This is an optimization exercise on Yosys and OpenROAD, whose aim is small area, a short achievable clock period and few clock cycles per item, not a production implementation. RTL that was checked went through simulation tests only; none was proved equivalent to the original.

Setup of exp/violet:
==> flow/design.v (excerpt) <==
module stripe_recover (
    input  wire         clk,
    input  wire         rst,
    input  wire         cfg_valid,
    output wire         cfg_ready,
    input  wire [4:0]   cfg_k,
    input  wire [1:0]   cfg_m,
    input  wire [18:0]  cfg_avail,
    input  wire         in_valid,
    output wire         in_ready,
    input  wire [151:0] in_data,
    output wire         out_valid,
    input  wire         out_ready,
    output wire         out_ok,
    output wire [127:0] out_data
);
    function [7:0] gf_mul;
        input [7:0] a;
        input [7:0] b;
        reg   [7:0] x, acc;
        integer     t;
        begin
            x   = a;
            acc = 8'h00;
            for (t = 0; t < 8; t = t + 1) begin
                if (b[t])
                    acc = acc ^ x;
                x = {x[6:0], 1'b0} ^ (x[7] ? 8'h1D : 8'h00);
            end
            gf_mul = acc;
        end
    endfunction
    function [7:0] gf_mulc;
        input [7:0] a;
        input integer e;
        reg   [7:0] x;
        integer     t;
        begin
            x = a;
  ...
Size in the first run: ~4600 cells after synthesis, about 420 flip-flops, ~320 I/O pins, roughly 39000 µm² of cells after synthesis.
export LEC_CHECK = 0
export CAP_MARGIN = 20
export CORE_MARGIN = 2
export CORE_UTILIZATION = 40
export SLEW_MARGIN = 20
create_clock -name core_clock -period 14.0 [get_ports {clk}]
standard.sh (not shown) runs the stock make flow with config.mk's settings and CLKGATE_MAP_FILE= SYNTH_SCRIPT=/design/flow/synth_recipe.tcl, a recipe that flattens the netlist after the stock synthesis.
==> flow/flow/run.sh <==
#!/bin/bash
set -euo pipefail
bash standard.sh SETUP_SLACK_MARGIN=8.4 "BUFFER_PORTS_ARGS=-buffer_cell sky130_fd_sc_hd__buf_1" finish > flow_make.log 2>&1
Input-level comparison between exp/delta and exp/violet:
- an added CTS_BUF_LIST of sky130_fd_sc_hd__clkbuf_4
==> flow/flow/run.sh <==
#!/bin/bash
set -euo pipefail
bash standard.sh SETUP_SLACK_MARGIN=8.0 "BUFFER_PORTS_ARGS=-buffer_cell sky130_fd_sc_hd__buf_1" finish > flow_make.log 2>&1
## What came out
- Result: PASS for each of exp/violet and exp/delta
- In terms of maximum operating frequency, exp/violet and exp/delta differ only marginally.
- Count of unresolved DRC violations after routing came out exactly the same in exp/violet and exp/delta.
- Area overhead of the layout relative to synthesis in exp/delta is 4.7 points below exp/violet.
- exp/delta against exp/violet: number of CTS-inserted buffers rose by about 130%, total routed wirelength fell by 3800 µm.
No run of this note included a check of the RTL's function; only the layout flow was run.

* * *

Another version of the RTL of stripe_recover (not shown whole).
For scale: roughly 4400 cells after synthesis, about 410 flip-flops, about 320 I/O pins.
==> flow/config.mk <==
export PLATFORM = sky130hd
export DESIGN_NAME = stripe_recover
export DESIGN_NICKNAME = stripe_recover
export VERILOG_FILES = /design/flow/design.v
export SDC_FILE = /design/flow/constraint.sdc
export NUM_CORES = 4
export LEC_CHECK = 0
export CAP_MARGIN = 20
export CORE_MARGIN = 2
export CORE_UTILIZATION = 40
export CTS_BUF_LIST = sky130_fd_sc_hd__clkbuf_8
export CTS_CLUSTER_DIAMETER = 60
export CTS_CLUSTER_SIZE = 14
export PLACE_DENSITY = 0.8
export SLEW_MARGIN = 20
==> flow/constraint.sdc <==
create_clock -name core_clock -period 14.0 [get_ports {clk}]
set_input_delay 2.8000 -clock core_clock [delete_from_list [all_inputs] [get_ports {clk}]]
set_output_delay 2.8000 -clock core_clock [all_outputs]
set_load 0.01 [all_outputs]
==> flow/flow/run.sh <==
#!/bin/bash
set -euo pipefail
bash standard.sh SETUP_SLACK_MARGIN=8.0 "BUFFER_PORTS_ARGS=-buffer_cell sky130_fd_sc_hd__buf_1" finish > flow_make.log 2>&1
Testbench counts at the start, summed over its fixed seeds: cycles 6,399, items 6,144.
Change:
==> flow/flow/run.sh (replaced) <==
#!/bin/bash
set -euo pipefail
bash standard.sh SETUP_SLACK_MARGIN=7.85 "BUFFER_PORTS_ARGS=-buffer_cell sky130_fd_sc_hd__buf_1" finish > flow_make.log 2>&1
- CTS_BUF_LIST: sky130_fd_sc_hd__clkbuf_8 -> sky130_fd_sc_hd__clkbuf_4
- CTS_CLUSTER_DIAMETER: 60 -> default
- CTS_CLUSTER_SIZE: 14 -> default
- PLACE_DENSITY: 0.8 -> default
Routed wire length went up by 1.7%.
Global-route usage went up by 0.69 points.

-- re-timing with driven ports --
The flow's constraints put no driver on any port. The routed layouts listed below were extracted and timed again, unchanged, in two steps.
Step 1: set_driving_cell puts a clkbuf_16 on clk and a buf_2 on each other input, an assumption about the parent block.
Step 2 adds t to the input delays and takes it off the output delays; t is the mean of the earliest and latest rising clock arrival at the registers after step 1. Input paths then give back, and output paths get back, about the clock's delay inside the block.
a / b / c = ideal ports / drivers / drivers and shift; a / b = the first two.
run | t, ns | slack for setup (ns) | worst hold slack (ns) | worst data-port slew with drivers (ns)
exp/violet | 0.692 | 7.957 / 7.912 / 7.799 | 0.456 / 0.456 / 0.456 | 0.09
exp/delta | 0.954 | 7.958 / 7.925 / 7.385 | 0.436 / 0.436 / 0.436 | 0.10
the first run of note 2 | 0.756 | 7.970 / 7.931 / 7.563 | 0.502 / 0.502 / 0.502 | 0.07
the second run of note 2 | 0.984 | 7.931 / 7.910 / 7.149 | 0.509 / 0.509 / 0.509 | 0.11
After both steps every run listed still meets setup and hold. For the second run of note 2, which loses most, drivers alone change the setup slack by -0.021 ns; drivers and shift together by -0.782 ns.
